Background: an optimization exercise with open tools, aiming at small area, a short achievable clock period and few clock cycles per item. Do not read the settings as production practice. The RTL was checked by simulation tests, not by an equivalence proof against the original design.

==> design.v <==
module fc_add #(parameter W = 16) (
    input  wire [W-1:0] a,
    input  wire [W-1:0] b,
    input  wire         ci,
    output wire [W-1:0] s
);
    function integer levels(input integer n);    
        integer v;
        begin
            levels = 0;
            for (v = 1; v < n; v = v * 2)
                levels = levels + 1;
        end
    endfunction
    localparam L = levels(W + 1);
    wire [W:0] g0 = {a & b, ci};
    wire [W:0] p0 = {a ^ b, 1'b0};
    reg  [W:0] g, p;
    integer i, k;
    always @* begin
        g = g0;
        p = p0;
        for (k = 0; k < L; k = k + 1)
            for (i = W; i >= 0; i = i - 1)
                if ((i >> k) & 1) begin
                    g[i] = g[i] | (p[i] & g[((i >> k) << k) - 1]);
                    p[i] = p[i] & p[((i >> k) << k) - 1];
                end
    end
    assign s = p0[W:1] ^ g[W-1:0];
endmodule
module fc_pop6 (
    input  wire [5:0] x,
    output wire [2:0] n
);
    wire s0 = x[0] ^ x[1] ^ x[2];
    wire c0 = (x[0] & x[1]) | (x[0] & x[2]) | (x[1] & x[2]);
    wire s1 = x[3] ^ x[4] ^ x[5];
    wire c1 = (x[3] & x[4]) | (x[3] & x[5]) | (x[4] & x[5]);
    assign n[0] = s0 ^ s1;
    wire c2 = s0 & s1;
    assign n[1] = c0 ^ c1 ^ c2;
    assign n[2] = (c0 & c1) | (c0 & c2) | (c1 & c2);
endmodule
module fc_csa #(parameter W = 16) (
    input  wire [W-1:0] x,
    input  wire [W-1:0] y,
    input  wire [W-1:0] z,
    output wire [W-1:0] s,
    output wire [W-1:0] c
);
    assign s = x ^ y ^ z;
    assign c = {(x[W-2:0] & y[W-2:0]) | (x[W-2:0] & z[W-2:0]) | (y[W-2:0] & z[W-2:0]), 1'b0};
endmodule
module fc_cell_w (
    input  wire        [20:0] ua25,      
    input  wire        [20:0] ub25,      
    input  wire signed [15:0] trim,
    output wire        [20:0] w4_a,      
    output wire        [20:0] w4_b,
    output wire        [3:0]  clamp      
);
    wire [22:0] t32 = {{2{trim[15]}}, trim, 5'd0};
    wire [22:0] t16 = {{3{trim[15]}}, trim, 4'd0};
    wire [22:0] t2  = {{6{trim[15]}}, trim, 1'd0};
    wire [22:0] ts, tc;
    fc_csa #(23) u_t (.x(t32), .y(t16), .z(t2), .s(ts), .c(tc));
    wire [22:0] as, ac, bs, bc, ra, rb;
    fc_csa #(23) u_ca (.x({2'd0, ua25}), .y(ts), .z(tc), .s(as), .c(ac));
    fc_csa #(23) u_cb (.x({2'd0, ub25}), .y(ts), .z(tc), .s(bs), .c(bc));
    assign ra = as + ac;
    assign rb = bs + bc;
    wire lo_a = ra[22];
    wire hi_a = ~ra[22] & (ra[21] | (ra[20] & ra[19] & (ra[18] | ra[17] | (ra[16] & |ra[15:4]))));
    wire lo_b = rb[22];
    wire hi_b = ~rb[22] & (rb[21] | (rb[20] & rb[19] & (rb[18] | rb[17] | (rb[16] & |rb[15:4]))));
    assign w4_a  = ra[20:0];
    assign w4_b  = rb[20:0];
    assign clamp = {hi_b, lo_b | hi_b, hi_a, lo_a | hi_a};
endmodule
module fc_cell_q (
    input  wire        [20:0] w4r_a,     
    input  wire        [20:0] w4r_b,
    input  wire        [3:0]  clamp,     
    input  wire        [10:0] minp,
    input  wire        [15:0] maxw1,     
    input  wire        [19:0] m1,        
    input  wire        [7:0]  r2,        
    input  wire               f,         
    output wire        [15:0] y_a,
    output wire        [16:0] th,        
    output wire               c8,
    output wire               lo,
    output wire               hi,
    output wire        [19:0] m1_next,
    output wire        [7:0]  r2_next,
    output wire               f_next,
    output wire               sat
);
    wire [20:0] w4_a = (w4r_a & {21{~clamp[0]}}) | (21'd1638400 & {21{clamp[1]}});
    wire [20:0] w4_b = (w4r_b & {21{~clamp[2]}}) | (21'd1638400 & {21{clamp[3]}});
    wire [23:0] xs, xc, a;
    fc_csa #(24) u_ca (.x({1'b0, w4_a, 2'd0}), .y({{3{m1[19]}}, m1, 1'b0}), .z({{15{~f}}, 1'b1, ~r2}),
                       .s(xs), .c(xc));
    fc_add #(24) u_a (.a(xs), .b(xc), .ci(1'b1), .s(a));
    wire [7:0]  r_a = a[7:0];
    assign y_a = a[23:8];
    wire [24:0] t1s, t1c, t2s, t2c, t;
    fc_csa #(25) u_t1 (.x({2'd0, w4_a, 2'd0}), .y({2'd0, w4_b, 2'd0}), .z({{5{m1[19]}}, m1}),
                       .s(t1s), .c(t1c));
    fc_csa #(25) u_t2 (.x(t1s), .y(t1c), .z({{17{~f}}, ~r2}), .s(t2s), .c(t2c));    
    fc_add #(25) u_t (.a(t2s), .b(t2c), .ci(1'b1), .s(t));
    assign th = t[24:8];
    wire [8:0]  tl = {1'b0, t[7:0]} + {1'b0, r_a};
    assign c8  = tl[8];
    wire [7:0]  r_b = tl[7:0];
    wire [24:0] l1s, l1c, h1s, h1c, dl, dh;
    fc_csa #(25) u_l1 (.x(t2s), .y(t2c), .z({6'h3F, ~minp, 8'hFF}), .s(l1s), .c(l1c));
    fc_add #(25) u_lo (.a(l1s), .b({l1c[24:1], 1'b1}), .ci(1'b1), .s(dl));
    fc_csa #(25) u_h1 (.x(t2s), .y(t2c), .z({1'b1, ~maxw1, 8'hFF}), .s(h1s), .c(h1c));
    fc_add #(25) u_hi (.a(h1s), .b({h1c[24:1], 1'b1}), .ci(1'b1), .s(dh));
    assign lo = dl[24] & ~(c8 & &dl[24:8]);
    assign hi = ~(dh[24] & ~(c8 & &dh[24:8]));
    wire signed [16:0] ts = th;
    wire rb_hi = r_b > 8'd128;
    wire rb_lo = r_b < 8'd128;
    wire sl_hi0 = (ts > 17'sd1024)  | ((ts == 17'sd1024)  & rb_hi);
    wire sl_hi1 = (ts > 17'sd1023)  | ((ts == 17'sd1023)  & rb_hi);
    wire sl_lo0 = (ts < -17'sd1024) | ((ts == -17'sd1024) & rb_lo);
    wire sl_lo1 = (ts < -17'sd1025) | ((ts == -17'sd1025) & rb_lo);
    wire sh_hi0 = (ts > 17'sd52224) | ((ts == 17'sd52224) & rb_hi);
    wire sh_hi1 = (ts > 17'sd52223) | ((ts == 17'sd52223) & rb_hi);
    wire sh_lo0 = (ts < 17'sd50176) | ((ts == 17'sd50176) & rb_lo);
    wire sh_lo1 = (ts < 17'sd50175) | ((ts == 17'sd50175) & rb_lo);
    wire sl_hi = c8 ? sl_hi1 : sl_hi0;
    wire sl_lo = c8 ? sl_lo1 : sl_lo0;
    wire sh_hi = c8 ? sh_hi1 : sh_hi0;
    wire sh_lo = c8 ? sh_lo1 : sh_lo0;
    assign sat = lo ? (sl_hi | sl_lo) : hi & (sh_hi | sh_lo);
    wire [19:0] m_lo = sl_hi ? 20'd262272 : sl_lo ? 20'hC0080 : {th[11:0], r_b};    
    wire [19:0] m_hi = sh_hi ? 20'd262272 : sh_lo ? 20'hC0080 : {~th[11], th[10:0], r_b};
    assign m1_next = lo ? m_lo : hi ? m_hi : {12'd0, r_b};
    assign f_next  = lo ? ~(sl_hi | sl_lo) & c8 : hi & ~(sh_hi | sh_lo) & c8;
    assign r2_next = r_a;
endmodule
module fc_cell_o (
    input  wire        [15:0] centre,
    input  wire        [15:0] y_a,
    input  wire        [16:0] th,
    input  wire               c8,
    input  wire               lo,
    input  wire               hi,
    output wire        [15:0] on_code,
    output wire        [15:0] off_code
);
    wire [17:0] x, z, zs, zc;
    fc_add #(18) u_x (.a({2'd0, centre}), .b(~{{2{y_a[15]}}, y_a}), .ci(1'b1), .s(x));
    fc_csa #(18) u_cz (.x({2'd0, centre}), .y({th[16], th}), .z(~{{2{y_a[15]}}, y_a}), .s(zs), .c(zc));
    fc_add #(18) u_z (.a(zs), .b({zc[17:1], c8}), .ci(1'b1), .s(z));
    wire [15:0] on_n  = x[17] ? {x[15:11] + 5'd25, x[10:0]} : x[15:0];
    wire [15:0] off_n = z[17] ? {z[15:11] + 5'd25, z[10:0]} :
                        (z[16:11] >= 6'd25) ? {z[15:11] - 5'd25, z[10:0]} : z[15:0];
    assign on_code  = lo ? 16'hFFFF : hi ? 16'hFFFE : on_n;
    assign off_code = (lo | hi) ? 16'h0000 : off_n;
endmodule
module fc_edge (
    input  wire        clk,
    input  wire        rst,         
    input  wire        in_valid,
    output wire        in_ready,
    input  wire [2:0]  n_cells,     
    input  wire [2:0]  rot,         
    input  wire [10:0] minp,        
    input  wire [15:0] u_a,         
    input  wire [15:0] u_b,         
    input  wire [95:0] trim,        
    output reg         out_valid,
    output reg  [95:0] on_code,     
    output reg  [95:0] off_code,
    output reg  [3:0]  clip,        
    output reg  [2:0]  nssat        
);
    localparam signed [15:0] UMAX = 16'sd32440;    
    integer k;
    genvar j;
    reg        rdy;         
    reg        v0;          
    reg        p0;          
    reg [2:0]  n0, rot0;
    reg [10:0] minp0;
    reg [15:0] ua0, ub0;
    reg [63:0] trim03;      
    reg [31:0] trim45;      
    assign in_ready = rdy;
    wire accept = in_valid & rdy;
    wire two0   = n0 > 3'd4;
    always @(posedge clk) begin
        if (rst) begin
            rdy <= 1'b1;
            v0  <= 1'b0;
            p0  <= 1'b0;
        end else begin
            rdy <= ~(accept & (n_cells > 3'd4));
            v0  <= accept | (v0 & two0 & ~p0);
            p0  <= ~accept & v0 & two0 & ~p0;
        end
        trim03 <= trim[63:0];
        if (rdy) begin
            n0     <= n_cells;
            rot0   <= rot;
            minp0  <= minp;
            ua0    <= u_a;
            ub0    <= u_b;
            trim45 <= trim[95:64];
        end
    end
    wire signed [15:0] ua = ua0;
    wire signed [15:0] ub = ub0;
    wire ua_hi = ua > UMAX;
    wire ua_lo = ua < -UMAX;
    wire ub_hi = ub > UMAX;
    wire ub_lo = ub < -UMAX;
    wire [15:0] ua_u = {~ua0[15], ua0[14:0]};
    wire [15:0] ub_u = {~ub0[15], ub0[14:0]};
    wire [20:0] ua25u = {1'b0, ua_u, 4'd0} + {2'd0, ua_u, 3'd0} + {5'd0, ua_u};
    wire [20:0] ub25u = {1'b0, ub_u, 4'd0} + {2'd0, ub_u, 3'd0} + {5'd0, ub_u};
    wire [20:0] ua25 = ua_hi ? 21'd1630200 : ua_lo ? 21'd8200 : ua25u;
    wire [20:0] ub25 = ub_hi ? 21'd1630200 : ub_lo ? 21'd8200 : ub25u;
    wire [20:0] cw_a  [0:3];
    wire [20:0] cw_b  [0:3];
    wire [3:0]  cclamp [0:3];
    wire [7:0]  clip_bits;
    generate
        for (j = 0; j < 4; j = j + 1) begin : g_w
            wire [15:0] t = (j == 0) ? (p0 ? trim45[15:0]  : trim03[15:0]) :
                            (j == 1) ? (p0 ? trim45[31:16] : trim03[31:16]) :
                                       trim03[16*j +: 16];
            wire [2:0] cidx = p0 ? j + 4 : j;
            fc_cell_w u_w (
                .ua25(ua25), .ub25(ub25), .trim(t),
                .w4_a(cw_a[j]), .w4_b(cw_b[j]), .clamp(cclamp[j])
            );
            assign clip_bits[2*j +: 2] = (cidx < n0) ? {cclamp[j][2], cclamp[j][0]} : 2'd0;
        end
    endgenerate
    reg        v1, p1, last1;
    reg [2:0]  n1, rot1;
    reg [10:0] minp1;
    reg [15:0] maxw1;
    reg [9:0]  clip1;       
    reg [20:0] w_a1 [0:3];
    reg [20:0] w_b1 [0:3];
    reg [3:0]  cl1  [0:3];
    always @(posedge clk) begin
        v1    <= v0 & ~rst;
        p1    <= p0;
        last1 <= p0 | ~two0;
        n1    <= n0;
        rot1  <= rot0;
        minp1 <= minp0;
        maxw1 <= 16'd51201 - {5'd0, minp0};
        clip1 <= {clip_bits, ~p0 & (ub_hi | ub_lo), ~p0 & (ua_hi | ua_lo)};
        for (k = 0; k < 4; k = k + 1) begin
            w_a1[k] <= cw_a[k];
            w_b1[k] <= cw_b[k];
            cl1[k]  <= cclamp[k];
        end
    end
    reg rst1;
    always @(posedge clk)
        rst1 <= rst;
    reg  [19:0] m1_q [0:5];
    reg  [7:0]  r2_q [0:5];
    reg         f_q  [0:5];      
    wire [15:0] q_ya  [0:3];
    wire [16:0] q_th  [0:3];
    wire        q_c8  [0:3];
    wire        q_lo  [0:3];
    wire        q_hi  [0:3];
    wire [19:0] q_m1  [0:3];
    wire [7:0]  q_r2  [0:3];
    wire        q_f   [0:3];
    wire        q_sat [0:3];
    wire        q_act [0:3];
    wire [15:0] q_c   [0:3];
    generate
        for (j = 0; j < 4; j = j + 1) begin : g_q
            wire        pass = (j < 2) & p1;
            wire [2:0]  cidx = pass ? j + 4 : j;
            assign q_act[j] = (cidx < n1) && !(j >= 2 && p1);
            wire [15:0] ctab [0:127];
            genvar pp, nn, rr;
            for (pp = 0; pp < 2; pp = pp + 1) begin : g_p
                for (nn = 0; nn < 8; nn = nn + 1) begin : g_n
                    for (rr = 0; rr < 8; rr = rr + 1) begin : g_r
                        localparam integer NC = (nn < 2) ? 2 : (nn > 6) ? 6 : nn;
                        localparam integer SL = (j + 4 * pp + rr) % NC;
                        assign ctab[pp*64 + nn*8 + rr] = (2 * SL * 51200 + NC) / (2 * NC);
                    end
                end
            end
            wire [15:0] centre = ctab[{pass, n1, rot1}];
            assign q_c[j] = centre;
            fc_cell_q u_q (
                .w4r_a(w_a1[j]), .w4r_b(w_b1[j]), .clamp(cl1[j]),
                .minp(minp1), .maxw1(maxw1),
                .m1(m1_q[j]), .r2(r2_q[j]), .f(f_q[j]),
                .y_a(q_ya[j]), .th(q_th[j]), .c8(q_c8[j]), .lo(q_lo[j]), .hi(q_hi[j]),
                .m1_next(q_m1[j]), .r2_next(q_r2[j]), .f_next(q_f[j]), .sat(q_sat[j])
            );
        end
    endgenerate
    wire [2:0] clip_p;
    fc_pop6 u_pclip (.x(clip1[5:0]), .n(clip_p));
    wire [3:0] clip_cnt = {1'b0, clip_p} + {3'd0, clip1[6]} + {3'd0, clip1[7]} +
                          {3'd0, clip1[8]} + {3'd0, clip1[9]};
    reg        v2, p2, last2;
    reg [3:0]  clip2;
    reg [3:0]  sat2;
    reg [3:0]  act2;
    reg [15:0] ya2 [0:3];
    reg [15:0] c2  [0:3];
    reg [16:0] th2 [0:3];
    reg        c82 [0:3];
    reg        lo2 [0:3];
    reg        hi2 [0:3];
    always @(posedge clk) begin
        v2    <= v1 & ~rst;
        p2    <= p1;
        last2 <= last1;
        clip2 <= clip_cnt;
        for (k = 0; k < 4; k = k + 1) begin
            sat2[k] <= q_sat[k] & q_act[k];
            act2[k] <= q_act[k];
            ya2[k]  <= q_ya[k];
            c2[k]   <= q_c[k];
            th2[k]  <= q_th[k];
            c82[k]  <= q_c8[k];
            lo2[k]  <= q_lo[k];
            hi2[k]  <= q_hi[k];
        end
    end
    always @(posedge clk) begin
        if (rst1) begin
            for (k = 0; k < 6; k = k + 1) begin
                m1_q[k] <= 20'd128;
                r2_q[k] <= 8'd128;
                f_q[k]  <= 1'b0;
            end
        end else if (v1) begin
            for (k = 0; k < 4; k = k + 1) begin
                if (k < 2 && !(last1 && !p1)) begin
                    m1_q[k]   <= m1_q[k+4];
                    r2_q[k]   <= r2_q[k+4];
                    f_q[k]    <= f_q[k+4];
                    m1_q[k+4] <= q_act[k] ? q_m1[k] : m1_q[k];
                    r2_q[k+4] <= q_act[k] ? q_r2[k] : r2_q[k];
                    f_q[k+4]  <= q_act[k] ? q_f[k]  : f_q[k];
                end else if (q_act[k]) begin
                    m1_q[k] <= q_m1[k];
                    r2_q[k] <= q_r2[k];
                    f_q[k]  <= q_f[k];
                end
            end
        end
    end
    wire [15:0] q_on  [0:3];
    wire [15:0] q_off [0:3];
    generate
        for (j = 0; j < 4; j = j + 1) begin : g_o
            fc_cell_o u_o (
                .centre(c2[j]), .y_a(ya2[j]), .th(th2[j]), .c8(c82[j]),
                .lo(lo2[j]), .hi(hi2[j]),
                .on_code(q_on[j]), .off_code(q_off[j])
            );
        end
    endgenerate
    wire [2:0] sat_cnt = {2'd0, sat2[0]} + {2'd0, sat2[1]} + {2'd0, sat2[2]} + {2'd0, sat2[3]};
    always @(posedge clk) begin
        out_valid <= v2 & last2 & ~rst;
        if (v2) begin
            for (k = 0; k < 4; k = k + 1) begin
                if (!p2) begin
                    on_code[16*k +: 16]  <= act2[k] ? q_on[k]  : 16'hFFFF;
                    off_code[16*k +: 16] <= act2[k] ? q_off[k] : 16'h0000;
                end
            end
            for (k = 4; k < 6; k = k + 1) begin
                on_code[16*k +: 16]  <= (p2 && act2[k-4]) ? q_on[k-4]  : 16'hFFFF;
                off_code[16*k +: 16] <= (p2 && act2[k-4]) ? q_off[k-4] : 16'h0000;
            end
            clip  <= (p2 ? clip : 4'd0) + clip2;
            nssat <= (p2 ? nssat : 3'd0) + sat_cnt;
        end
    end
endmodule
==> run.sh <==
#!/bin/bash
# synth_recipe.tcl (not shown) runs the flow's synth.tcl, then flattens the netlist and writes it again
# the make line also repeats each setting of config.mk as NAME=value (left out here)
make -C /OpenROAD-flow-scripts/flow DESIGN_CONFIG=/design/flow/config.mk WORK_HOME=/design/flow/orfs CLKGATE_MAP_FILE= SYNTH_SCRIPT=/design/flow/synth_recipe.tcl finish
==> config.mk <==
export PLATFORM = sky130hd
export DESIGN_NAME = fc_edge
export DESIGN_NICKNAME = fc_edge
export VERILOG_FILES = /design/flow/design.v
export SDC_FILE = /design/flow/constraint.sdc
export NUM_CORES = 4
export LEC_CHECK = 0
export CAP_MARGIN = 20
export CORE_MARGIN = 2
export CORE_UTILIZATION = 40
export PLACE_DENSITY = 0.6
export SLEW_MARGIN = 20
==> constraint.sdc <==
create_clock -name core_clock -period 30.0 [get_ports {clk}]
set_input_delay 6.0000 -clock core_clock [delete_from_list [all_inputs] [get_ports {clk}]]
set_output_delay 6.0000 -clock core_clock [all_outputs]
set_load 0.01 [all_outputs]
==> run_results.csv, run 1 <==
group,metric,value,unit
status,outcome,"no timing/DRC/antenna violations",
worst_hold_path,hold_class,"reg2reg",
clock_network,cts_buffer_depth,3,
place,routabilityCongestion,0.959,
routing,viasPerCell,5.35,
floorplanning,die_x,449,µm
critical_path,critPathRequiredTime,24000,ps
clock_network,cts_hold_buf,0,
run,max-cap-violations,0,
floorplanning,die_h,449,µm
clock_network,htree_levels,3,
place,io_buffer_count,348,
floorplanning,io-pin-count,349,
critical_path,slowest_delay,730,ps
place,place_ws,22060,ps
logic_synthesis,synth_cell_types,114,
routing,drt_iter0_drc,4709,
clock_network,post_cts_buffers,0,
finish,fillers,18803,
critical_path,end_kind,"primary output",
critical_path,timing.rr.start,"cl1[1][0]",
clock_network,cts_tree,"yes",
clock_network,cts_resized,0,
critical_path,cp_max_fo,46,
worst_hold_path,holdPathEnd,"rot1[1]",
finish,layout_commonest_cell,"inv_1",
routing,first_pass_iters,8,
timing,rsz0062_at_grt,"false",
clock_network,cts_buffers,108,
finish,layout.cells.non_filler,11449,
place,post-place-cells,11243,
timing,final.min_clock_period,8210,ps
global_routing,grt_pass1_vias,60581,
timing,tns,0,ps
critical_path,reg2reg_slack,21870,ps
worst_hold_path,whs_path_depth,0,
critical_path,cpMaxStageDelayCell,"dfxtp_4",
routing,drc,0,
worst_hold_path,min_from,"rot0[1]",
timing,slew-limit-headroom,21.2,%
finish,drive_above_1_share,4.83,%
finish,syn_to_final_growth,13.2,%
critical_path,startpoint,"rdy",
floorplanning,die_area,202000,µm²
global_routing,grt_pass1_wl,371000,µm
finish,layout_common_cells,"1374 x inv_1, 837 x ha_1, 696 x fa_1",
timing,setup_viol_count_final,0,
critical_path,start_kind,"register",
timing,clock_skew,41.7,ps
critical_path,r2r_end,"f_q[1]",
critical_path,cp.arrival,2210,ps
routing,dr_total_vias,61288,
clock_network,clk_pin_slew,60,ps
global_routing,grt_max_degree,72,
floorplanning,start_util,40.2,%
critical_path,path_buf_inv,1,
global_routing,grt_use_total,24.0,%
timing,worst_pin_slew,1180,ps
global_routing,overflow,0,
timing,timing_hold_violations_final,0,
place,dpl_cell_area,86000,µm²
timing,max_freq,122,MHz
logic_synthesis,ys_ff_latch,935,
timing,setup_ws,21790,ps
place,hpwl,204000,µm
timing,min_period_over_period,27.4,%
logic_synthesis,synth_edf_count,280,
finish,finalNetCount,10394,
critical_path,crit_type,"reg2out",
routing,wl_per_cell,21.5,µm
critical_path,reg2reg_depth,26,
clock_network,insertion_delay,780,ps
logic_synthesis,syn_avg_cell_area,9.49,µm²
clock_network,clock-sinks,935,
floorplanning,rows,163,
logic_synthesis,synthesis.area,79300,µm²
logic_synthesis,seq_area_frac_synth,27.1,%
global_routing,antenna_found_initial,18,
logic_synthesis,synthArstFlopShare,0,%
critical_path,crit_chain,"clkdlybuf4s50_1",
logic_synthesis,ys.flop_type,"dfxtp_1",
logic_synthesis,syn_inst,8357,
routing,antenna_left,0,
floorplanning,fp.coreArea,197000,µm²
critical_path,cp_top_family,"flip-flops",
finish,final_area,89800,µm²
clock_network,root_buffer,"clkbuf_16",
timing,drv_slew,0,
logic_synthesis,yosys_warnings,28,
routing,wl,247000,µm
[synth_stat cells, types with 29 or more instances]
cell      number  area (µm²)
o21bai_1      45         338
o22ai_1       33         206
and3_1        73         457
ha_1         837       10500
nor2_1       461        1730
a21oi_1      409        2050
or3_1         64         400
nor2b_1      223        1400
a31oi_1       64         400
or2_2         46         288
nor4_1        40         250
dfxtp_1      655       13100
clkbuf_1     145         544
nand2_1      423        1590
nand2b_1      85         532
xor2_1       191        1670
nor3_1       194         971
o21a_1        79         593
and2_1        88         551
a21o_1       135        1010
nand4_1       52         325
o211ai_1      65         488
a22oi_1       47         353
edfxtp_1     280        8410
o21ai_0      275        1380
fa_1         696       13900
xnor2_1      335        2930
mux2i_1       54         541
nand3_1      155         776
or4_1         29         218
a211oi_1      88         661
nor3b_1       30         225
mux2_2        29         327
inv_1       1374        5160
[state kept, by name, summed over array words and instances (netlist names), 6 cells and up, named ones only]
name / flops
minp0: 11
th2: 68
on_code: 96
cl1: 16
ya2: 64
ub0: 16
off_code: 96
f_q: 6
clip1: 10
maxw1: 11
c2: 40
w_a1: 81
w_b1: 81
m1_q: 116
minp1: 11
trim03: 64
r2_q: 44
trim45: 32
ua0: 16
[how the worst max path moves through the flow]
stage | to | slack [ps] | cells past startpoint
after floorplan | off_code[0] | 21780 | 1
after global placement | f_q[1] | 22160 | 26
after detailed placement | f_q[1] | 22060 | 26
after CTS | in_ready | 21700 | 1
after global routing | f_q[1] | 21400 | 26
final | in_ready | 21790 | 1
[cells by family after synthesis]
| group | count (synthesis) | share of synthesized area [%] |
|---|---|---|
| AOI/OAI and AO/OA | 1696 | 14.8 |
| other | 1 | 0.00473 |
| and+or+nand+nor | 2029 | 13.0 |
| xor gates and xnor gates | 528 | 5.86 |
| adders and majority gates | 1536 | 30.8 |
| DFF | 935 | 27.1 |
| buffers and inverters | 1549 | 7.36 |
| muxes | 83 | 1.09 |
[final cells by class]
cell class / instances / area (µm²) / share of cell area, %
flip-flops and latches: 935 / 21500 / 24.0
multi-input cells: 5874 / 52000 / 57.9
clock buffers: 152 / 3210 / 3.58
well taps: 2640 / 3300 / 3.68
clock inverters: 51 / 554 / 0.617
diodes: 3 / 7.51 / 0.00836
repair buffers: 415 / 3990 / 4.44
inverters: 1379 / 5180 / 5.77
[stage by stage]
stage / hold WS, ps / utilization [%]
CTS: 345 / 45.5
finish: 343 / 45.5
global placement: 327 / 43.6
floorplan: 323 / -
global route: 349 / 45.5
detailed placement: 330 / 43.6
[layer usage]
metal  wire (µm)  global-route usage, %  vias up
met2      110000                   38.0     1863
met3       15000                   3.58      342
li1            -                      -    29176
met4       11200                   10.0        2
met1      110000                   32.7    29905
met5          13                      0        -
Testbench counts, summed over its fixed seeds: cycles 24,032, items 24,000.
==> run 2: changes to the inputs <==
--- a/config.mk
+++ b/config.mk
@@ -5,6 +5,7 @@
 export SDC_FILE = /design/flow/constraint.sdc
 export NUM_CORES = 4
 export LEC_CHECK = 0
+export ABC_AREA = 1
 export CAP_MARGIN = 20
 export CORE_MARGIN = 2
 export CORE_UTILIZATION = 40
==> run_results.csv, run 2 <==
group,metric,value,unit
timing,setup_ws,22280,ps
finish,drive_above_1_share,4.34,%
floorplanning,io-pin-count,349,
timing,rsz0062_at_grt,"false",
finish,largest_register_ffs,116,
finish,layout_commonest_cell,"inv_1",
timing,drv_slew,0,
logic_synthesis,synth_edf_count,280,
global_routing,grt_pass1_wl,374000,µm
routing,first_pass_iters,8,
clock_network,root_buffer,"clkbuf_16",
finish,fillers,20109,
critical_path,crit_chain,"clkdlybuf4s50_1",
finish,final-seq-area,21500,µm²
floorplanning,die_area,206000,µm²
logic_synthesis,yosysTopAreaCell,"fa_1",
logic_synthesis,yosys_warnings,28,
routing,antenna_left,0,
logic_synthesis,seq_area_frac_synth,26.5,%
logic_synthesis,ys_ff_latch,935,
floorplanning,fp.coreArea,202000,µm²
routing,drc,0,
status,outcome,"no timing/DRC/antenna violations",
global_routing,grt_use_total,23.7,%
critical_path,cp_top_family,"buffers and inverters",
floorplanning,start_util,40.2,%
clock_network,insertion_delay,770,ps
place,hpwl,207000,µm
timing,tns,0,ps
timing,timing_hold_violations_final,0,
clock_network,cts_hold_buf,0,
run,max-cap-violations,0,
timing,slew-limit-headroom,17.0,%
timing,min_period_over_period,25.7,%
critical_path,critPathRequiredTime,24000,ps
critical_path,cp_max_fo,2,
critical_path,cp.arrival,1720,ps
finish,top_regs,"m1_q: 116 flops, off_code: 96 flops, on_code: 96 flops",
global_routing,antenna_found_initial,20,
logic_synthesis,synth.area.top_cells,"fa_1 17%, dfxtp_1 16%, ha_1 13%, inv_1 11%, edfxtp_1 10%",
floorplanning,die_h,454,µm
finish,regMostFlops,"m1_q",
global_routing,grt_max_degree,95,
routing,drt_iter0_drc,5044,
clock_network,cts_buffer_depth,3,
finish,multi_input_area,50500,µm²
critical_path,slowest_delay,550,ps
logic_synthesis,synth_commonest_cells,"2269 x inv_1, 1881 x nand2_1, 851 x nor2_1",
floorplanning,die_x,454,µm
routing,wl,246000,µm
place,io_buffer_count,348,
clock_network,cts_tree,"yes",
critical_path,start_kind,"register",
logic_synthesis,syn_inst,10199,
critical_path,end_kind,"primary output",
routing,wl_per_cell,18.4,µm
place,place_ws,22980,ps
clock_network,htree_levels,3,
routing,dr_total_vias,66022,
worst_hold_path,hold_class,"reg2reg",
global_routing,overflow,0,
finish,syn_to_final_growth,12.8,%
finish,finalNetCount,12260,
routing,viasPerCell,4.95,
logic_synthesis,synthArstFlopShare,0,%
logic_synthesis,synth_cell_types,70,
critical_path,crit_type,"reg2out",
logic_synthesis,synth.most_common_cell,"inv_1",
critical_path,path_buf_inv,1,
timing,max_freq,130,MHz
floorplanning,rows,165,
clock_network,cts_buffers,106,
logic_synthesis,synthesis.area,81100,µm²
timing,worst_pin_slew,1240,ps
clock_network,cts_resized,0,
timing,final.min_clock_period,7720,ps
clock_network,clk_pin_slew,60,ps
global_routing,grt_pass1_vias,64057,
finish,layout_common_cells,"2267 x inv_1, 1880 x nand2_1, 849 x nor2_1",
logic_synthesis,ys.flop_type,"dfxtp_1",
logic_synthesis,syn_avg_cell_area,7.95,µm²
timing,setup_viol_count_final,0,
critical_path,cpMaxStageDelayCell,"clkdlybuf4s50_1",
logic_synthesis,synth_top_area_share,17.2,%
timing,clock_skew,35.9,ps
clock_network,post_cts_buffers,0,
clock_network,clock-sinks,935,
place,routabilityCongestion,0.964,
-- run 2: cell families (layout without fill, tap and decap cells) --
group | count (synthesis) | count (layout) | synth area share [%]
simple gates | 3650 | 3650 | 19.2
buf+inv | 2423 | 2893 | 11.3
fa+ha+maj | 1533 | 1533 | 30.1
compound gates | 1280 | 1280 | 8.80
flops | 935 | 935 | 26.5
xor+xnor | 372 | 372 | 4.02
mux | 5 | 5 | 0.0617
other cells | 1 | 9 | 0.00462
-- run 2: path summary, 6_finish.rpt --
path | end | depth (start not counted) | slack, ps | startpoint
setup / recovery | in_ready | 1 | 22280 | rdy
hold / removal | last2 | 0 | 360 | last1
setup reg to reg | clip1[8] | 29 | 23200 | ua0[7]
hold reg to reg | last2 | 0 | 360 | last1
-- run 2: cell type report --
class	instances	area share, %
multi-input combinational	6842	55.1
antenna	7	0.0191
sequential	935	23.5
clock buffer	140	3.17
clock inverter	59	0.826
tap	2672	3.65
inverter	2292	9.40
timing repair buffer	402	4.25
-- run 2: per-layer routing --
layer | GRT usage, % | vias to the layer above | share of wire [%] | wire [µm]
met3 | 2.79 | 336 | 6.1 | 14900
li1 | - | 32581 | - | -
met2 | 36.6 | 1924 | 43 | 106000
met5 | 0 | - | 0.011 | 26
met4 | 8.32 | 4 | 3.7 | 9140
met1 | 34.0 | 31177 | 47 | 116000
-- run 2: metrics by stage --
stage / utilization [%] / hold slack (ps) / instance area [µm²] / std cells
2_1_floorplan: - / 323 / 81100 / 10200
3_3_place_gp: 43.5 / 357 / 87800 / 13143
3_5_place_dp: 43.5 / 356 / 87800 / 13143
4_1_cts: 45.3 / 363 / 91500 / 13342
5_1_grt: 45.3 / 372 / 91500 / 13343
6_report: 45.3 / 358 / 91500 / 13349
==> run 3: changes to the inputs <==
--- a/design.v
+++ b/design.v
@@ -83,11 +83,12 @@
     input  wire        [20:0] w4r_b,
     input  wire        [3:0]  clamp,     
     input  wire        [10:0] minp,
-    input  wire        [15:0] maxw1,     
+    input  wire        [15:0] nk,        
+    input  wire        [15:0] centre,
     input  wire        [19:0] m1,        
     input  wire        [7:0]  r2,        
     input  wire               f,         
-    output wire        [15:0] y_a,
+    output wire        [17:0] x,         
     output wire        [16:0] th,        
     output wire               c8,
     output wire               lo,
@@ -104,7 +105,8 @@
                        .s(xs), .c(xc));
     fc_add #(24) u_a (.a(xs), .b(xc), .ci(1'b1), .s(a));
     wire [7:0]  r_a = a[7:0];
-    assign y_a = a[23:8];
+    wire [15:0] y_a = a[23:8];
+    fc_add #(18) u_x (.a({2'd0, centre}), .b(~{{2{y_a[15]}}, y_a}), .ci(1'b1), .s(x));
     wire [24:0] t1s, t1c, t2s, t2c, t;
     fc_csa #(25) u_t1 (.x({2'd0, w4_a, 2'd0}), .y({2'd0, w4_b, 2'd0}), .z({{5{m1[19]}}, m1}),
                        .s(t1s), .c(t1c));
@@ -117,7 +119,7 @@
     wire [24:0] l1s, l1c, h1s, h1c, dl, dh;
     fc_csa #(25) u_l1 (.x(t2s), .y(t2c), .z({6'h3F, ~minp, 8'hFF}), .s(l1s), .c(l1c));
     fc_add #(25) u_lo (.a(l1s), .b({l1c[24:1], 1'b1}), .ci(1'b1), .s(dl));
-    fc_csa #(25) u_h1 (.x(t2s), .y(t2c), .z({1'b1, ~maxw1, 8'hFF}), .s(h1s), .c(h1c));
+    fc_csa #(25) u_h1 (.x(t2s), .y(t2c), .z({1'b1, nk, 8'hFF}), .s(h1s), .c(h1c));
     fc_add #(25) u_hi (.a(h1s), .b({h1c[24:1], 1'b1}), .ci(1'b1), .s(dh));
     assign lo = dl[24] & ~(c8 & &dl[24:8]);
     assign hi = ~(dh[24] & ~(c8 & &dh[24:8]));
@@ -144,8 +146,7 @@
     assign r2_next = r_a;
 endmodule
 module fc_cell_o (
-    input  wire        [15:0] centre,
-    input  wire        [15:0] y_a,
+    input  wire        [17:0] x,         
     input  wire        [16:0] th,
     input  wire               c8,
     input  wire               lo,
@@ -153,10 +154,8 @@
     output wire        [15:0] on_code,
     output wire        [15:0] off_code
 );
-    wire [17:0] x, z, zs, zc;
-    fc_add #(18) u_x (.a({2'd0, centre}), .b(~{{2{y_a[15]}}, y_a}), .ci(1'b1), .s(x));
-    fc_csa #(18) u_cz (.x({2'd0, centre}), .y({th[16], th}), .z(~{{2{y_a[15]}}, y_a}), .s(zs), .c(zc));
-    fc_add #(18) u_z (.a(zs), .b({zc[17:1], c8}), .ci(1'b1), .s(z));
+    wire [17:0] z;
+    fc_add #(18) u_z (.a(x), .b({th[16], th}), .ci(c8), .s(z));
     wire [15:0] on_n  = x[17] ? {x[15:11] + 5'd25, x[10:0]} : x[15:0];
     wire [15:0] off_n = z[17] ? {z[15:11] + 5'd25, z[10:0]} :
                         (z[16:11] >= 6'd25) ? {z[15:11] - 5'd25, z[10:0]} : z[15:0];
@@ -246,7 +245,6 @@
     reg        v1, p1, last1;
     reg [2:0]  n1, rot1;
     reg [10:0] minp1;
-    reg [15:0] maxw1;
     reg [9:0]  clip1;       
     reg [20:0] w_a1 [0:3];
     reg [20:0] w_b1 [0:3];
@@ -258,7 +256,6 @@
         n1    <= n0;
         rot1  <= rot0;
         minp1 <= minp0;
-        maxw1 <= 16'd51201 - {5'd0, minp0};
         clip1 <= {clip_bits, ~p0 & (ub_hi | ub_lo), ~p0 & (ua_hi | ua_lo)};
         for (k = 0; k < 4; k = k + 1) begin
             w_a1[k] <= cw_a[k];
@@ -272,7 +269,8 @@
     reg  [19:0] m1_q [0:5];
     reg  [7:0]  r2_q [0:5];
     reg         f_q  [0:5];      
-    wire [15:0] q_ya  [0:3];
+    wire [15:0] nk1 = {5'd0, minp1} + 16'd14334;   
+    wire [17:0] q_x   [0:3];
     wire [16:0] q_th  [0:3];
     wire        q_c8  [0:3];
     wire        q_lo  [0:3];
@@ -303,9 +301,9 @@
             assign q_c[j] = centre;
             fc_cell_q u_q (
                 .w4r_a(w_a1[j]), .w4r_b(w_b1[j]), .clamp(cl1[j]),
-                .minp(minp1), .maxw1(maxw1),
+                .minp(minp1), .nk(nk1), .centre(q_c[j]),
                 .m1(m1_q[j]), .r2(r2_q[j]), .f(f_q[j]),
-                .y_a(q_ya[j]), .th(q_th[j]), .c8(q_c8[j]), .lo(q_lo[j]), .hi(q_hi[j]),
+                .x(q_x[j]), .th(q_th[j]), .c8(q_c8[j]), .lo(q_lo[j]), .hi(q_hi[j]),
                 .m1_next(q_m1[j]), .r2_next(q_r2[j]), .f_next(q_f[j]), .sat(q_sat[j])
             );
         end
@@ -318,8 +316,7 @@
     reg [3:0]  clip2;
     reg [3:0]  sat2;
     reg [3:0]  act2;
-    reg [15:0] ya2 [0:3];
-    reg [15:0] c2  [0:3];
+    reg [17:0] x2  [0:3];
     reg [16:0] th2 [0:3];
     reg        c82 [0:3];
     reg        lo2 [0:3];
@@ -332,8 +329,7 @@
         for (k = 0; k < 4; k = k + 1) begin
             sat2[k] <= q_sat[k] & q_act[k];
             act2[k] <= q_act[k];
-            ya2[k]  <= q_ya[k];
-            c2[k]   <= q_c[k];
+            x2[k]   <= q_x[k];
             th2[k]  <= q_th[k];
             c82[k]  <= q_c8[k];
             lo2[k]  <= q_lo[k];
@@ -369,7 +365,7 @@
     generate
         for (j = 0; j < 4; j = j + 1) begin : g_o
             fc_cell_o u_o (
-                .centre(c2[j]), .y_a(ya2[j]), .th(th2[j]), .c8(c82[j]),
+                .x(x2[j]), .th(th2[j]), .c8(c82[j]),
                 .lo(lo2[j]), .hi(hi2[j]),
                 .on_code(q_on[j]), .off_code(q_off[j])
             );
==> run_results.csv, run 3 <==
group,metric,value,unit
status,outcome,"no timing/DRC/antenna violations",
logic_synthesis,synth_edf_count,280,
logic_synthesis,yosys_warnings,26,
global_routing,grt_pass1_vias,63914,
routing,dr_total_vias,64392,
critical_path,reg2reg_depth,37,
timing,rsz0062_at_grt,"false",
timing,max_freq,123,MHz
critical_path,cpMaxStageDelayCell,"dfxtp_4",
clock_network,cts_hold_buf,0,
critical_path,start_kind,"register",
routing,viasPerCell,5.02,
timing,min_period_over_period,27.1,%
critical_path,cp.depth,1,
routing,wl_per_cell,18.9,µm
critical_path,cp_max_fo,29,
timing,worst_pin_slew,1180,ps
floorplanning,io-pin-count,349,
place,post-place-cells,12621,
global_routing,antenna_found_initial,4,
routing,drt_iter0_drc,4582,
floorplanning,die_h,446,µm
logic_synthesis,muxShareOfSynthArea,0.0128,%
clock_network,htree_levels,3,
global_routing,grt_pass1_wl,372000,µm
finish,multi_input_area,49100,µm²
finish,layout.cells.non_filler,12817,
global_routing,overflow,0,
place,hpwl,201000,µm
clock_network,insertion_delay,780,ps
logic_synthesis,synth_top_family_by_area,"adder cells",
finish,regMostFlops,"m1_q",
clock_network,cts_resized,0,
logic_synthesis,synth.area.top_cells,"fa_1 16%, dfxtp_1 16%, ha_1 13%, edfxtp_1 11%, inv_1 9.9%",
global_routing,grt_max_degree,75,
worst_hold_path,whs_path_depth,0,
logic_synthesis,ys.flop_type,"dfxtp_1",
clock_network,clock-sinks,892,
timing,clock_skew,41.3,ps
logic_synthesis,synth_top_area_share,16.4,%
finish,finalNetCount,11801,
finish,largest_register_ffs,116,
routing,wl,242000,µm
critical_path,startpoint,"rdy",
floorplanning,rows,162,
timing,timing_hold_violations_final,0,
finish,final-seq-area,20700,µm²
clock_network,clk_pin_slew,60,ps
floorplanning,start_util,40.1,%
timing,drv_slew,0,
logic_synthesis,synth.most_common_cell,"inv_1",
critical_path,crit_type,"reg2out",
logic_synthesis,seq_area_frac_synth,26.5,%
critical_path,path_buf_inv,1,
routing,antenna_left,0,
place,place_ws,22590,ps
critical_path,timing.rr.start,"ub0[5]",
critical_path,critPathRequiredTime,24000,ps
logic_synthesis,synthArstFlopShare,0,%
clock_network,cts_tree,"yes",
critical_path,cp.arrival,2130,ps
finish,layout_commonest_cell,"inv_1",
clock_network,post_cts_buffers,0,
logic_synthesis,synth-simple-area-share,19.4,%
critical_path,cp_top_family,"flip-flops",
finish,layout_common_cells,"2066 x inv_1, 1819 x nand2_1, 829 x ha_1",
finish,fillers,19210,
routing,first_pass_iters,6,
logic_synthesis,syn_avg_cell_area,7.97,µm²
logic_synthesis,ys_ff_latch,892,
timing,final.min_clock_period,8130,ps
logic_synthesis,synthesis.area,78000,µm²
finish,syn_to_final_growth,13.1,%
critical_path,crit_chain,"clkdlybuf4s50_1",
critical_path,slowest_delay,710,ps
place,routabilityCongestion,0.954,
worst_hold_path,min_from,"minp0[7]",
timing,tns,0,ps
place,io_buffer_count,348,
clock_network,root_buffer,"clkbuf_16",
floorplanning,die_area,199000,µm²
logic_synthesis,synth_compound_gate_area_share,8.93,%
logic_synthesis,synth_commonest_cells,"2068 x inv_1, 1820 x nand2_1, 829 x ha_1",
logic_synthesis,synth_cell_types,71,
clock_network,cts_buffers,102,
logic_synthesis,syn_inst,9786,
global_routing,grt_use_total,24.3,%
timing,holdWs,322,ps
finish,top_regs,"m1_q: 116 flops, off_code: 96 flops, on_code: 96 flops",
timing,slew-limit-headroom,20.5,%
clock_network,cts_buffer_depth,3,
logic_synthesis,synthXorXnorAreaFrac,4.68,%
logic_synthesis,yosysTopAreaCell,"fa_1",
timing,setup_ws,21870,ps
routing,drc,0,
timing,setup_viol_count_final,0,
finish,drive_above_1_share,4.91,%
floorplanning,die_x,446,µm
critical_path,end_kind,"primary output",
run,max-cap-violations,0,
logic_synthesis,yosys.area_share.adder,29.7,%
worst_hold_path,hold_class,"reg2reg",
floorplanning,fp.coreArea,194000,µm²
-- run 3: final timing paths --
path,endpoint,slack [ps]
worst max-delay path,in_ready,21870
worst min-delay path,minp1[7],320
worst max register to register,clip1[5],22860
worst min register to register,minp1[7],320
-- run 3: per-layer routing --
| metal | track usage [%] | part of all wire (%) | vias up |
|---|---|---|---|
| li1 | - | - | 31519 |
| met4 | 10.3 | 4.5 | 2 |
| met2 | 38.4 | 44 | 1780 |
| met1 | 33.2 | 45 | 30708 |
| met5 | 0 | 0.0058 | - |
| met3 | 3.56 | 6.2 | 383 |
-- run 3: area by class of cell --
type	count	area share, %
clock buffers	137	3.17
well taps	2542	3.60
inverters	2092	8.90
flip-flops and latches	892	23.4
multi-input cells	6675	55.6
repair buffers	421	4.59
diodes	1	0.00284
clock inverters	57	0.696
-- run 3: cells by family after synthesis --
| group | Yosys count |
|---|---|
| muxes | 1 |
| AOI/OAI and AO/OA | 1235 |
| other | 1 |
| and+or+nand+nor | 3551 |
| adders and majority gates | 1469 |
| DFF | 892 |
| buffers and inverters | 2220 |
| xor gates and xnor gates | 417 |
-- run 3: stage by stage --
step | util (%) | instance area, µm²
finish | 45.4 | 88200
global route | 45.4 | 88200
CTS | 45.4 | 88200
detailed placement | 43.6 | 84800
global placement | 43.6 | 84800
floorplan | - | 78000
Testbench counts of run 3, summed over its fixed seeds: cycles 24,032, items 24,000.
==> run 4: changes to the inputs <==
--- a/design.v
+++ b/design.v
@@ -83,7 +83,9 @@
     input  wire        [20:0] w4r_b,
     input  wire        [3:0]  clamp,     
     input  wire        [10:0] minp,
-    input  wire        [15:0] nk,        
+    input  wire        [11:0] mm1,       
+    input  wire        [17:0] kh0,       
+    input  wire        [17:0] kh1,       
     input  wire        [15:0] centre,
     input  wire        [19:0] m1,        
     input  wire        [7:0]  r2,        
@@ -116,13 +118,13 @@
     wire [8:0]  tl = {1'b0, t[7:0]} + {1'b0, r_a};
     assign c8  = tl[8];
     wire [7:0]  r_b = tl[7:0];
-    wire [24:0] l1s, l1c, h1s, h1c, dl, dh;
-    fc_csa #(25) u_l1 (.x(t2s), .y(t2c), .z({6'h3F, ~minp, 8'hFF}), .s(l1s), .c(l1c));
-    fc_add #(25) u_lo (.a(l1s), .b({l1c[24:1], 1'b1}), .ci(1'b1), .s(dl));
-    fc_csa #(25) u_h1 (.x(t2s), .y(t2c), .z({1'b1, nk, 8'hFF}), .s(h1s), .c(h1c));
-    fc_add #(25) u_hi (.a(h1s), .b({h1c[24:1], 1'b1}), .ci(1'b1), .s(dh));
-    assign lo = dl[24] & ~(c8 & &dl[24:8]);
-    assign hi = ~(dh[24] & ~(c8 & &dh[24:8]));
+    wire [17:0] dl0, dl1, dh0, dh1;
+    fc_add #(18) u_l0 (.a({th[16], th}), .b(~{7'd0, minp}), .ci(1'b1), .s(dl0));
+    fc_add #(18) u_l1 (.a({th[16], th}), .b(~{{6{mm1[11]}}, mm1}), .ci(1'b1), .s(dl1));
+    fc_add #(18) u_h0 (.a({th[16], th}), .b(kh0), .ci(1'b0), .s(dh0));
+    fc_add #(18) u_h1 (.a({th[16], th}), .b(kh1), .ci(1'b0), .s(dh1));
+    assign lo = c8 ? dl1[17] : dl0[17];
+    assign hi = c8 ? ~dh1[17] : ~dh0[17];
     wire signed [16:0] ts = th;
     wire rb_hi = r_b > 8'd128;
     wire rb_lo = r_b < 8'd128;
@@ -269,7 +271,9 @@
     reg  [19:0] m1_q [0:5];
     reg  [7:0]  r2_q [0:5];
     reg         f_q  [0:5];      
-    wire [15:0] nk1 = {5'd0, minp1} + 16'd14334;   
+    wire [11:0] mm1 = {1'b0, minp1} - 12'd1;
+    wire [17:0] kh0 = {7'd0, minp1} - 18'd51201;
+    wire [17:0] kh1 = {7'd0, minp1} - 18'd51200;
     wire [17:0] q_x   [0:3];
     wire [16:0] q_th  [0:3];
     wire        q_c8  [0:3];
@@ -301,7 +305,7 @@
             assign q_c[j] = centre;
             fc_cell_q u_q (
                 .w4r_a(w_a1[j]), .w4r_b(w_b1[j]), .clamp(cl1[j]),
-                .minp(minp1), .nk(nk1), .centre(q_c[j]),
+                .minp(minp1), .mm1(mm1), .kh0(kh0), .kh1(kh1), .centre(q_c[j]),
                 .m1(m1_q[j]), .r2(r2_q[j]), .f(f_q[j]),
                 .x(q_x[j]), .th(q_th[j]), .c8(q_c8[j]), .lo(q_lo[j]), .hi(q_hi[j]),
                 .m1_next(q_m1[j]), .r2_next(q_r2[j]), .f_next(q_f[j]), .sat(q_sat[j])
==> run_results.csv, run 4 <==
group,metric,value,unit
clock_network,insertion_delay,780,ps
clock_network,cts_resized,0,
floorplanning,start_util,40.3,%
clock_network,clock-sinks,892,
global_routing,grt_max_degree,92,
global_routing,grt_use_total,23.8,%
clock_network,clk_pin_slew,60,ps
run,max-cap-violations,0,
timing,slew-limit-headroom,24.5,%
critical_path,slowest_delay,850,ps
logic_synthesis,seq_area_frac_synth,28.3,%
routing,dr_total_vias,59128,
logic_synthesis,synth_top_family_by_area,"adder cells",
clock_network,cts_buffer_depth,3,
critical_path,cp.depth,1,
critical_path,r2r_end,"m1_q[0][9]",
critical_path,path_buf_inv,1,
critical_path,reg2reg_depth,33,
logic_synthesis,syn_inst,9011,
routing,drc,0,
finish,finalNetCount,10922,
floorplanning,die_area,186000,µm²
critical_path,cp_top_family,"flip-flops",
status,outcome,"no timing/DRC/antenna violations",
routing,drt_iter0_drc,3531,
routing,wl,223000,µm
finish,top_regs,"m1_q: 118 flops, off_code: 96 flops, on_code: 96 flops",
critical_path,crit_chain,"clkdlybuf4s50_1",
clock_network,post_cts_buffers,0,
global_routing,antenna_found_initial,5,
finish,layout_common_cells,"1771 x inv_1, 1654 x nand2_1, 829 x ha_1",
timing,tns,0,ps
logic_synthesis,synth_commonest_cells,"1770 x inv_1, 1655 x nand2_1, 829 x ha_1",
timing,clock_skew,52.0,ps
clock_network,root_buffer,"clkbuf_16",
timing,drv_slew,0,
timing,setup_viol_count_final,0,
logic_synthesis,synth.most_common_cell,"inv_1",
critical_path,start_kind,"register",
finish,regMostFlops,"m1_q",
logic_synthesis,synth_edf_count,280,
critical_path,startpoint,"rdy",
clock_network,cts_hold_buf,0,
global_routing,grt_pass1_wl,340000,µm
logic_synthesis,ys_ff_latch,892,
logic_synthesis,synthArstFlopShare,0,%
worst_hold_path,hold_class,"reg2reg",
logic_synthesis,syn_avg_cell_area,8.10,µm²
critical_path,timing.rr.start,"cl1[0][0]",
logic_synthesis,muxShareOfSynthArea,0,%
logic_synthesis,yosys.area_share.adder,29.1,%
finish,drive_above_1_share,5.25,%
global_routing,overflow,0,
timing,worst_pin_slew,1130,ps
floorplanning,io-pin-count,349,
global_routing,grt_pass1_vias,58414,
logic_synthesis,synthesis.area,73000,µm²
logic_synthesis,synth_compound_gate_area_share,9.39,%
floorplanning,die_h,431,µm
finish,largest_register_ffs,118,
finish,syn_to_final_growth,13.6,%
clock_network,htree_levels,3,
floorplanning,fp.coreArea,181000,µm²
timing,holdWs,331,ps
logic_synthesis,synthXorXnorAreaFrac,4.22,%
clock_network,cts_tree,"yes",
timing,max_freq,120,MHz
floorplanning,rows,156,
routing,first_pass_iters,9,
routing,viasPerCell,4.98,
routing,wl_per_cell,18.8,µm
critical_path,cp_max_fo,47,
critical_path,cpMaxStageDelayCell,"dfxtp_4",
place,io_buffer_count,348,
critical_path,reg2reg_slack,22870,ps
logic_synthesis,yosys_warnings,26,
clock_network,cts_buffers,103,
logic_synthesis,synth_cell_types,66,
critical_path,crit_type,"reg2out",
timing,timing_hold_violations_final,0,
place,routabilityCongestion,0.980,
finish,layout_commonest_cell,"inv_1",
critical_path,cp.arrival,2300,ps
floorplanning,die_x,431,µm
logic_synthesis,ys.flop_type,"dfxtp_1",
critical_path,endpoint,"in_ready",
logic_synthesis,synth-simple-area-share,19.1,%
timing,min_period_over_period,27.7,%
critical_path,end_kind,"primary output",
logic_synthesis,synth.area.top_cells,"dfxtp_1 17%, fa_1 15%, ha_1 14%, edfxtp_1 12%, inv_1 9.1%",
routing,antenna_left,0,
logic_synthesis,yosysTopAreaCell,"dfxtp_1",
place,hpwl,184000,µm
logic_synthesis,synth_top_area_share,16.8,%
critical_path,critPathRequiredTime,24000,ps
timing,rsz0062_at_grt,"false",
timing,final.min_clock_period,8300,ps
## run 4: changes by cell type after synthesis, sizes merged, moves of 20 or more
cell / before / now
o21ai: 329 / 350
fa: 640 / 542
inv: 2085 / 1791
nor2: 827 / 749
or2: 79 / 59
nand2: 1902 / 1754
xnor2: 151 / 128
xor2: 266 / 223
nand3: 475 / 434
## run 4: how the worst min path moves through the flow
stage	slack (ps)	depth (start not counted)	start	to
floorplan	320	0	minp0[0]	minp1[0]
global placement	330	0	minp0[8]	minp1[8]
detailed placement	330	0	minp0[6]	minp1[6]
CTS	330	0	last1	last2
global route	370	0	last1	last2
finish	330	0	last1	last2
## run 4: per-layer routing
layer,share of wire [%],up-vias,GRT usage [%],wire length (µm)
li1,-,29315,-,-
met1,46,27858,32.7,103000
met2,44,1606,37.8,98100
met3,5.5,345,3.28,12100
met4,4.3,4,9.45,9630
met5,0.012,-,0,27
## run 4: layout make-up
type                    instances  area (µm²)
multi-input cells            6197       45100
clock inverters                63         681
inverters                    1800        6760
clock buffers                 130        2800
diodes                          1        2.50
repair buffers                409        3940
well taps                    2370        2970
flip-flops and latches        892       20700
fillers                     17722       98200
## run 4: cell families (layout without fill, tap and decap cells)
family	Yosys count	after routing
AND/OR/NAND/NOR	3253	3253
buffers and inverters	1923	2402
adder cells (fa/ha/maj)	1371	1371
AO/OA/AOI/OAI	1220	1220
flip-flops	892	892
XOR/XNOR	351	351
other	1	3
## run 4: metrics by stage
step	util [%]	instances	area [µm²]	setup slack (ps)
6_report	45.8	11862	82900	21700
5_1_grt	45.8	11862	82900	21580
4_1_cts	45.8	11861	82900	21610
3_5_place_dp	43.9	11668	79500	22460
3_3_place_gp	43.9	11668	79500	22480
2_1_floorplan	-	9012	73000	21860
Testbench counts of run 4, summed over its fixed seeds: cycles 24,032, items 24,000.
==> run 5: changes to the inputs <==
--- a/design.v
+++ b/design.v
@@ -206,7 +206,7 @@
             p0  <= ~accept & v0 & two0 & ~p0;
         end
         trim03 <= trim[63:0];
-        if (rdy) begin
+        if (!(v0 & two0 & ~p0)) begin
             n0     <= n_cells;
             rot0   <= rot;
             minp0  <= minp;
==> run_results.csv, run 5 <==
group,metric,value,unit
status,outcome,"no timing/DRC/antenna violations",
routing,drc,0,
finish,regMostFlops,"m1_q",
finish,final_area,82800,µm²
critical_path,path_buf_inv,1,
floorplanning,rows,156,
logic_synthesis,synth_cell_types,63,
finish,finalNetCount,10964,
critical_path,timing.rr.start,"cl1[3][0]",
routing,wl,222000,µm
place,hpwl,183000,µm
timing,clock_skew,39.2,ps
logic_synthesis,yosys_warnings,26,
worst_hold_path,whs_path_depth,0,
critical_path,cp.arrival,1640,ps
logic_synthesis,synthesis.area,73000,µm²
critical_path,reg2reg_slack,23120,ps
routing,viasPerCell,4.98,
logic_synthesis,synth_commonest_cells,"1782 x inv_1, 1714 x nand2_1, 831 x ha_1",
finish,syn_to_final_growth,13.5,%
logic_synthesis,yosysTopAreaCell,"dfxtp_1",
logic_synthesis,ys.flop_type,"dfxtp_1",
clock_network,cts_hold_buf,0,
critical_path,crit_chain,"clkdlybuf4s50_1",
critical_path,crit_type,"reg2out",
critical_path,startpoint,"clip[1]",
timing,max_freq,131,MHz
clock_network,post_cts_buffers,0,
global_routing,overflow,0,
clock_network,clock-sinks,892,
critical_path,critPathRequiredTime,24000,ps
logic_synthesis,syn_avg_cell_area,8.05,µm²
routing,dr_total_vias,59303,
logic_synthesis,synth.most_common_cell,"inv_1",
routing,first_pass_iters,7,
worst_hold_path,min_from,"minp0[9]",
global_routing,antenna_found_initial,4,
critical_path,r2r_end,"m1_q[3][7]",
critical_path,slowest_delay,540,ps
finish,largest_register_ffs,118,
finish,drive_above_1_share,4.67,%
critical_path,end_kind,"primary output",
place,routabilityCongestion,0.968,
floorplanning,die_x,431,µm
timing,drv_slew,0,
routing,drt_iter0_drc,4064,
run,max-cap-violations,0,
critical_path,cp_top_family,"buffers and inverters",
place,dpl_cell_area,79400,µm²
critical_path,cp_max_fo,2,
clock_network,cts_tree,"yes",
logic_synthesis,synth.area.top_cells,"dfxtp_1 17%, fa_1 15%, ha_1 14%, edfxtp_1 12%, inv_1 9.2%",
timing,setup_viol_count_final,0,
critical_path,reg2reg_depth,33,
clock_network,cts_resized,0,
logic_synthesis,synth_top_area_share,16.8,%
clock_network,root_buffer,"clkbuf_16",
logic_synthesis,ys_ff_latch,892,
clock_network,htree_levels,3,
logic_synthesis,synthArstFlopShare,0,%
clock_network,insertion_delay,750,ps
finish,fillers,17710,
floorplanning,start_util,40.3,%
global_routing,grt_pass1_vias,57817,
timing,min_period_over_period,25.5,%
routing,wl_per_cell,18.6,µm
finish,layout_common_cells,"1783 x inv_1, 1713 x nand2_1, 831 x ha_1",
logic_synthesis,synth_edf_count,280,
logic_synthesis,syn_inst,9064,
floorplanning,die_h,431,µm
place,io_buffer_count,348,
worst_hold_path,hold_class,"reg2reg",
timing,timing_hold_violations_final,0,
global_routing,grt_pass1_wl,337000,µm
finish,top_regs,"m1_q: 118 flops, off_code: 96 flops, on_code: 96 flops",
clock_network,cts_buffers,99,
global_routing,grt_use_total,23.6,%
worst_hold_path,holdPathEnd,"minp1[9]",
floorplanning,fp.coreArea,181000,µm²
timing,worst_pin_slew,1220,ps
critical_path,start_kind,"register",
clock_network,cts_buffer_depth,3,
routing,antenna_left,0,
timing,slew-limit-headroom,18.1,%
critical_path,cpMaxStageDelayCell,"clkdlybuf4s50_1",
clock_network,clk_pin_slew,60,ps
finish,multi_input_area,45000,µm²
floorplanning,io-pin-count,349,
timing,final.min_clock_period,7640,ps
global_routing,grt_max_degree,129,
logic_synthesis,seq_area_frac_synth,28.3,%
floorplanning,die_area,186000,µm²
finish,layout_commonest_cell,"inv_1",
finish,final-seq-area,20700,µm²
timing,rsz0062_at_grt,"false",
timing,tns,0,ps
[run 5: cell types whose count changed after synthesis, moves of 10 or more]
cell and delta:
a21oi_2 -22, a21boi_0 -10, inv_1 +12, nor2_1 +15
o21ai_0 +26, nand3_1 +21, nand4_1 -11, inv_2 +10
nand2_2 -31, o21ai_1 -20, nand2_1 +59
[run 5: logic make-up (layout without fill, tap and decap cells)]
kind of cell / count (synthesis) / after routing / synth area share (%)
fa+ha+maj: 1373 / 1373 / 29.1
compound gates: 1196 / 1196 / 9.03
simple gates: 3309 / 3309 / 19.3
flops: 892 / 892 / 28.3
xor+xnor: 348 / 348 / 4.18
other cells: 1 / 3 / 0.00514
buf+inv: 1945 / 2408 / 10.1
[run 5: worst max-delay path by stage]
stage	to	depth (start not counted)
floorplan	off_code[0]	2
global placement	v0	4
detailed placement	v0	4
CTS	on_code[37]	1
global route	on_code[37]	1
finish	clip[1]	1
[run 5: layout make-up]
| cell class | instances | area share [%] |
|---|---|---|
| Inverter | 1817 | 8.24 |
| Tap cell | 2370 | 3.58 |
| Sequential cell | 892 | 25.0 |
| Clock buffer | 136 | 3.43 |
| Multi-Input combinational cell | 6228 | 54.4 |
| Clock inverter | 50 | 0.683 |
| Antenna cell | 1 | 0.00302 |
| Timing Repair Buffer | 405 | 4.73 |
[run 5: layer usage]
metal  track usage (%)  vias up  routed length [µm]  share of wire [%]
li1                  -    29417                   -                  -
met1              32.5    27821              102000                 46
met2              36.8     1744               95600                 43
met3              3.37      321               13200                5.9
met4              10.1        0               10700                4.8
met5                 0        -                   0                  0
[run 5: per-stage QoR]
stage / util [%] / hold WS (ps) / cells / worst slack [ps]
floorplan: - / 323 / 9065 / 22020
global placement: 43.9 / 333 / 11712 / 23020
detailed placement: 43.9 / 332 / 11712 / 23040
CTS: 45.7 / 346 / 11898 / 22290
global route: 45.8 / 348 / 11898 / 22280
finish: 45.8 / 345 / 11899 / 22360
Testbench counts of run 5, summed over its fixed seeds: cycles 24,032, items 24,000.

[port drivers added, routing unchanged]
Ports are ideal in the flow. The routed layouts listed here were re-timed in OpenROAD. Step 1 sets driving cells, clkbuf_16 on the clock port and buf_2 on the other inputs (assumed; they add their load-dependent delay and slew). Step 2 moves the port delays by t, midway between the first and last clock arrival at a register: inputs arrive t later, outputs are due t later. That takes back most of the time a late clock gives input paths. Slacks: ideal ports / drivers / drivers and shift; pairs: ideal ports / drivers.
run	shift t [ns]	slack for setup (ns)	worst data-port slew with drivers (ns)	pins driven straight from the clock port
run 1	0.847	21.788 / 21.700 / 21.874	0.17	1
run 2	0.837	22.285 / 22.200 / 22.961	0.06	1
run 3	0.852	21.867 / 21.781 / 22.633	0.06	1
run 4	0.836	21.700 / 21.617 / 22.453	0.04	1
run 5	0.813	22.360 / 22.283 / 23.040	0.05	1
After both steps every run listed still meets setup and hold.
